What follows belongs to an exercise in optimizing a design on an open flow for small area, a short achievable clock period and few clock cycles per item; a production flow would make more cautious choices.
In this exercise RTL edits were held to simulation tests only and were not proved equivalent to the original.
The clock port is modelled as an ideal driver; clocking choices that lean on that would not hold on a real chip.
Power figures rest on the tool's default switching activity, not on a simulated workload.

## peat_enc
module peat_enc (
    input  wire        clk,
    input  wire        rst,
    input  wire        in_valid,
    output wire        in_ready,
    input  wire [15:0] in_v,
    input  wire [15:0] in_up,
    input  wire        in_last,
    input  wire [4:0]  cfg_b,
    input  wire [1:0]  cfg_n,
    input  wire        cfg_bayer,
    input  wire        cfg_restart,
    output wire        rec_valid,
    output wire [15:0] rec_x,
    output wire        out_valid,
    input  wire        out_ready,
    output wire [7:0]  out_data,
    output wire        out_last
);
    localparam NR = 66;            
    localparam W  = 72;            
    localparam TH = W - 45;        
    integer i;
    reg rst_q;
    always @(posedge clk) rst_q <= rst;
    reg        in_ready_q;
    reg        iv_v;
    reg [15:0] iv_x, iv_up;
    reg        iv_last;
    reg [4:0]  iv_b;
    reg [1:0]  iv_n;
  ...
clock: 55.0 ns
lec_check: 0
cap_margin: 20
core_margin: 2
core_utilization: 40
slew_margin: 20
standard.sh (not shown) runs the stock make flow with config.mk's settings and CLKGATE_MAP_FILE= SYNTH_SCRIPT=/design/flow/synth_recipe.tcl, a recipe that flattens the netlist after the stock synthesis.
==> flow/flow/run.sh <==
#!/bin/bash
# The standard ORFS layout (standard.sh) with two changes:
#  - CTS clusters up to 30 sinks within 100 um and adds no dummy loads
#    (CTS_ARGS replaces ORFS's default clock_tree_synthesis arguments);
#  - flow/post_cts.tcl, run after CTS, repairs setup on every path longer
#    than 12 ns by resizing and swapping cells.
# The clock, its period and the constraints stay the design's. All tool
# output goes to logs in this folder (ORFS's own step logs are under
# orfs/logs).
set -euo pipefail
cd "$(dirname "$0")/.."
export CTS_ARGS="-sink_clustering_enable -repair_clock_nets -sink_clustering_size 30 -sink_clustering_max_diameter 100 -dont_use_dummy_load"
export POST_CTS_TCL="$PWD/flow/post_cts.tcl"
bash standard.sh > flow_standard.log 2>&1
==> flow/flow/post_cts.tcl <==
# Runs inside ORFS's cts.tcl after its own repair, before 4_1_cts.odb is
# written. The margin makes repair_timing treat paths longer than
# 55 - 43 = 12 ns as failing, so it resizes and swaps cells on them.
puts "post_cts: setup repair with a 43 ns margin"
report_worst_slack -max
repair_timing -setup -setup_margin 43 -repair_tns 100 -skip_last_gasp -verbose
detailed_placement
check_placement -verbose
report_worst_slack -max
The first run finished with timing, DRC and antenna clean.
Testbench counts at the start, summed over its fixed seeds: cycles 97,202, samples 95,644.
==> next run, changes <==
--- a/flow/flow/run.sh
+++ b/flow/flow/run.sh
@@ -2,3 +2,3 @@
 # The standard ORFS layout (standard.sh) with two changes:
-#  - CTS clusters up to 30 sinks within 100 um and adds no dummy loads
+#  - CTS clusters up to 25 sinks within 100 um and adds no dummy loads
 #    (CTS_ARGS replaces ORFS's default clock_tree_synthesis arguments);
@@ -11,3 +11,3 @@
 cd "$(dirname "$0")/.."
-export CTS_ARGS="-sink_clustering_enable -repair_clock_nets -sink_clustering_size 30 -sink_clustering_max_diameter 100 -dont_use_dummy_load"
+export CTS_ARGS="-sink_clustering_enable -repair_clock_nets -sink_clustering_size 25 -sink_clustering_max_diameter 100 -dont_use_dummy_load"
 export POST_CTS_TCL="$PWD/flow/post_cts.tcl"
Clock power grows by a few percent; routed wire length barely changes; setup slack improves by 0.0045 ns; core utilization grows by 0.12 points; cell area stays flat; die area is unchanged.
==> next run, changes <==
==> flow/run.sh (new file) <==
#!/bin/bash
# synth_recipe.tcl (not shown) runs the flow's synth.tcl, then flattens the netlist and writes it again
# the make line also repeats each setting of config.mk as NAME=value (left out here)
make -C /OpenROAD-flow-scripts/flow DESIGN_CONFIG=/design/flow/config.mk WORK_HOME=/design/flow/orfs CLKGATE_MAP_FILE= SYNTH_SCRIPT=/design/flow/synth_recipe.tcl finish
--- a/flow/config.mk
+++ b/flow/config.mk
@@ -10,2 +10,4 @@
 export CORE_UTILIZATION = 40
+export CTS_CLUSTER_DIAMETER = 100
+export CTS_CLUSTER_SIZE = 25
 export SLEW_MARGIN = 20
removed: flow/flow/run.sh
removed: flow/flow/post_cts.tcl
removed: flow/standard.sh
Final cell count grows slightly.
Power rises slightly.
Hold slack gets better by 0.032 ns.
Core utilization increases by 0.30 points.
Sequential share of layout area goes down by 0.45 points.
Setup slack degrades by 0.58 ns.

Setup of rev 12:
Another version of the RTL of peat_enc (not shown whole).
For scale: roughly 9,200 cells after synthesis, ~3,000 flip-flops, ~130,000 sq um of cells after synthesis.
==> flow/config.mk <==
export PLATFORM = sky130hd
export DESIGN_NAME = peat_enc
export DESIGN_NICKNAME = peat_enc
export VERILOG_FILES = /design/flow/design.v
export SDC_FILE = /design/flow/constraint.sdc
export NUM_CORES = 4
export LEC_CHECK = 0
export CAP_MARGIN = 20
export CORE_MARGIN = 2
export CORE_UTILIZATION = 40
export SLEW_MARGIN = 20
==> flow/constraint.sdc <==
create_clock -name core_clock -period 55.0 [get_ports {clk}]
set_input_delay 11.0000 -clock core_clock [delete_from_list [all_inputs] [get_ports {clk}]]
set_output_delay 11.0000 -clock core_clock [all_outputs]
set_load 0.01 [all_outputs]
run.sh (not shown) runs the stock make flow with config.mk's settings and CLKGATE_MAP_FILE= SYNTH_SCRIPT=/design/flow/synth_recipe.tcl, a recipe that flattens the netlist after the stock synthesis.
Stock flow here: none of the scripts above is used.
Testbench counts of rev 12, summed over its fixed seeds: cycles 99,021, samples 95,644.
Here is what was changed in the inputs of rev 13 compared with rev 12.
-- flow/config.mk --
<<< rev 12, line 9
export CORE_MARGIN = 2
export CORE_UTILIZATION = 40
export SLEW_MARGIN = 20
>>> rev 13, line 9
export CORE_MARGIN = 2
export CORE_UTILIZATION = 60
export SLEW_MARGIN = 20
==> comparison <==
For rev 12 and rev 13, there was not a single run that failed to finish clean.
Fmax: rev 13 vs rev 12 down 2.0%
Number of antenna violations at the first check in global routing: rev 13 vs rev 12 up 3
Re global-route usage: rev 12 was lower than rev 13.
Rev 13 ends up with a width of the die that is about 18% lower than in rev 12.
Total power per unit cell area: higher on rev 13
Summary of rev 13 over rev 12: clock latency reported for the late side of the worst-skew pair shows an increase of 0.04 ns, number of non-filler instances in the completed layout shows a reduction of 1,468, mean routed wirelength per cell shows an increase of 34%, number of buffers created by CTS shows a reduction of 0.32%, clock-pin slew of the registers on the worst-case setup and hold paths shows no meaningful change.
In terms of flip-flop and latch count after synthesis, rev 13 and rev 12 differ only marginally.

Setup of run 1:
peat_enc, a different RTL version from the one above (not shown whole).
For scale: roughly 9400 cells after synthesis, roughly 3100 flip-flops, about 74 I/O pins, ~0.13 mm2 of cells after synthesis.
export LEC_CHECK = 0
export CAP_MARGIN = 20
export CORE_MARGIN = 2
export CORE_UTILIZATION = 40
export SLEW_MARGIN = 20
create_clock -name core_clock -period 55.0 [get_ports {clk}]
standard.sh (not shown) runs the stock make flow with config.mk's settings and CLKGATE_MAP_FILE= SYNTH_SCRIPT=/design/flow/synth_recipe.tcl, a recipe that flattens the netlist after the stock synthesis.
==> flow/flow/run.sh <==
#!/bin/bash
# The standard ORFS layout (standard.sh), with one extra step after CTS:
# flow/post_cts.tcl, a setup repair that works on every path longer than
# 12 ns. The clock, its period and the constraints stay the design's.
# All tool output goes to logs in this folder (ORFS's own step logs are
# under orfs/logs).
set -euo pipefail
cd "$(dirname "$0")/.."
export POST_CTS_TCL="$PWD/flow/post_cts.tcl"
bash standard.sh > flow_standard.log 2>&1
==> flow/flow/post_cts.tcl <==
# Runs inside ORFS's cts.tcl after its own repair, before 4_1_cts.odb is
# written. The margin makes repair_timing treat paths longer than
# 55 - 43 = 12 ns as failing, so it resizes and swaps cells on them.
puts "post_cts: setup repair with a 43 ns margin"
report_worst_slack -max
repair_timing -setup -setup_margin 43 -repair_tns 0 -skip_last_gasp -verbose
detailed_placement
check_placement -verbose
report_worst_slack -max
Run 1: no failed stages, no open violations at the end
Testbench counts of run 1, summed over its fixed seeds: cycles 97,202, samples 95,644.
The inputs of run 2 differ from those of run 1 as listed below.
==> flow/run.sh (new file) <==
#!/bin/bash
# synth_recipe.tcl (not shown) runs the flow's synth.tcl, then flattens the netlist and writes it again
# the make line also repeats each setting of config.mk as NAME=value (left out here)
make -C /OpenROAD-flow-scripts/flow DESIGN_CONFIG=/design/flow/config.mk WORK_HOME=/design/flow/orfs CLKGATE_MAP_FILE= SYNTH_SCRIPT=/design/flow/synth_recipe.tcl finish
removed: flow/flow/run.sh
removed: flow/flow/post_cts.tcl
removed: flow/standard.sh
==> results.txt <==
- For power consumption, run 2 and run 1 come out practically identical.
- Cmp run 1 and run 2 / part of the cycle the worst path needs / higher: run 2
- For the worst setup slack, run 2 came in 0.52 ns lower than run 1 did.
- The global-route usage of run 1 and that of run 2 are within noise of each other.
- Slew at the pin closest to its max-slew limit (higher): run 2
- Cell area: run 1 vs run 2 — no meaningful difference
- Between run 1 and run 2, the difference in post-layout net count is negligible.
- For run 2, the timing endpoint of the critical path was in_ready, unlike run 1, where it was rec_x[3].
- As far as total detailed-routing wirelength is concerned, run 1 and run 2 perform about the same.
Setup changes, run 2 to run 3
- CTS_CLUSTER_DIAMETER now 100, previously not set
- CTS_CLUSTER_SIZE now 25, previously not set
==> comparison <==
Run 3 reached the final stage; the timing, design-rule and antenna checks on its layout passed.
Summary of run 3 over run 2: total met2 wirelength after detailed routing shows a reduction of 0.66%, internal power consumption fell by 12%, final clock period utilization by the worst path shows no meaningful change, sequential standard cell area now sits at about the same level, critical path depth saw little to no change.
Worst setup slack after layout for run 3: 0.024 ns up relative to run 2
| clock share of power | lower: run 3 |
Wire: run 3 routes less than run 2

Setup of oak:
peat_enc, a different RTL version from the one above (not shown whole).
Size in the first run: ~9300 cells after synthesis, ~74 I/O pins, ~130000 um^2 of cells after synthesis.
clock: 55.0 ns
lec_check: 0
cap_margin: 20
core_margin: 2
core_utilization: 40
slew_margin: 20
==> flow/flow/run.sh <==
#!/bin/bash
# The standard ORFS layout (standard.sh) with two changes:
#  - CTS clusters up to 25 sinks within 100 um and adds no dummy loads
#    (CTS_ARGS replaces ORFS's default clock_tree_synthesis arguments);
#  - flow/post_cts.tcl, run after CTS, repairs setup on every path longer
#    than 12 ns by resizing and swapping cells.
# The clock, its period and the constraints stay the design's. All tool
# output goes to logs in this folder (ORFS's own step logs are under
# orfs/logs).
set -euo pipefail
cd "$(dirname "$0")/.."
export CTS_ARGS="-sink_clustering_enable -repair_clock_nets -sink_clustering_size 25 -sink_clustering_max_diameter 100 -dont_use_dummy_load"
export POST_CTS_TCL="$PWD/flow/post_cts.tcl"
bash standard.sh > flow_standard.log 2>&1
==> flow/flow/post_cts.tcl <==
# Runs inside ORFS's cts.tcl after its own repair, before 4_1_cts.odb is
# written. The margin makes repair_timing treat paths longer than
# 55 - 43 = 12 ns as failing, so it resizes and swaps cells on them.
puts "post_cts: setup repair with a 43 ns margin"
report_worst_slack -max
repair_timing -setup -setup_margin 43 -repair_tns 100 -skip_last_gasp -verbose
detailed_placement
check_placement -verbose
report_worst_slack -max
oak finished every step from synthesis to the final layout, and the layout passed the timing, design-rule and antenna checks.
Testbench counts of oak, summed over its fixed seeds: cycles 97,202, samples 95,644.
Modified inputs, pine compared to oak
diff --git a/flow/flow/run.sh b/flow/flow/run.sh
--- a/flow/flow/run.sh
+++ b/flow/flow/run.sh
@@ -5,3 +5,3 @@
 #  - flow/post_cts.tcl, run after CTS, repairs setup on every path longer
-#    than 12 ns by resizing and swapping cells.
+#    than 11 ns by resizing and swapping cells.
 # The clock, its period and the constraints stay the design's. All tool
==> flow/flow/post_cts.tcl <==
# Runs inside ORFS's cts.tcl after its own repair, before 4_1_cts.odb is
# written. The margin makes repair_timing treat paths longer than
# 55 - 44 = 11 ns as failing, so it resizes and swaps cells on them.
puts "post_cts: setup repair with a 44 ns margin"
report_worst_slack -max
repair_timing -setup -setup_margin 44 -repair_tns 100 -skip_last_gasp -verbose
detailed_placement
check_placement -verbose
report_worst_slack -max
--- outcome ---
~same multi-input gate share of total cell area in pine and oak
pine vs. oak: number of vias in the routed layout up 426; non-clock buffer count up 38; count of non-filler cells in the finished layout up 44.
Sort pine and oak by sequential fraction of total cell area, descending, and oak comes first.
pine vs oak — combinational power share rose 1.0 points.
oak and pine ended up with roughly the same proportion of cell area spent on the clock network.
[compare] base=oak new=pine: post-detailed-routing wire length went up by 4400 um; overall global routing resource usage went up by 0.28 points.
pine and oak ended up with roughly the same worst hold slack.

-- separate check: timing with driven ports --
The flow's constraints put no driver on any port. The routed layouts listed below were extracted and timed again, unchanged, in two steps.
Step 1: set_driving_cell puts a clkbuf_16 on clk and a buf_2 on each other input, an assumption about the parent block.
Step 2 times the ports against the registers' clock, not the clock port: input delays grow and output delays shrink by t, the midpoint of the rising clock arrivals with the driver on.
Slacks: ideal ports / drivers / drivers and shift; pairs: ideal ports / drivers.
run | t (ns) | slack for setup (ns) | hold slack, ns | pins driven straight from the clock port
the first run of note 1 | 0.903 | 42.747 / 42.653 / 42.153 | 0.357 / 0.357 / 0.357 | 1
the second run of note 1 | 0.916 | 42.751 / 42.657 / 42.135 | 0.348 / 0.348 / 0.348 | 1
the third run of note 1 | 0.938 | 42.168 / 42.074 / 41.728 | 0.380 / 0.380 / 0.380 | 1
rev 12 | 0.978 | 41.131 / 41.131 / 41.131 | 0.374 / 0.374 / 0.374 | 1
rev 13 | 1.003 | 40.847 / 40.847 / 40.847 | 0.388 / 0.388 / 0.388 | 1
run 1 | 0.987 | 42.663 / 42.561 / 42.103 | 0.375 / 0.375 / 0.375 | 1
run 2 | 0.990 | 42.142 / 42.039 / 42.093 | 0.374 / 0.374 / 0.374 | 1
run 3 | 0.957 | 42.165 / 42.066 / 42.122 | 0.371 / 0.371 / 0.371 | 1
oak | 0.899 | 42.656 / 42.555 / 42.129 | 0.372 / 0.372 / 0.372 | 1
pine | 0.899 | 42.658 / 42.557 / 42.844 | 0.371 / 0.371 / 0.371 | 1
After both steps setup and hold are still met in every run listed. For the second run of note 1, which loses most, drivers alone change the setup slack by -0.094 ns; drivers and shift together by -0.616 ns.
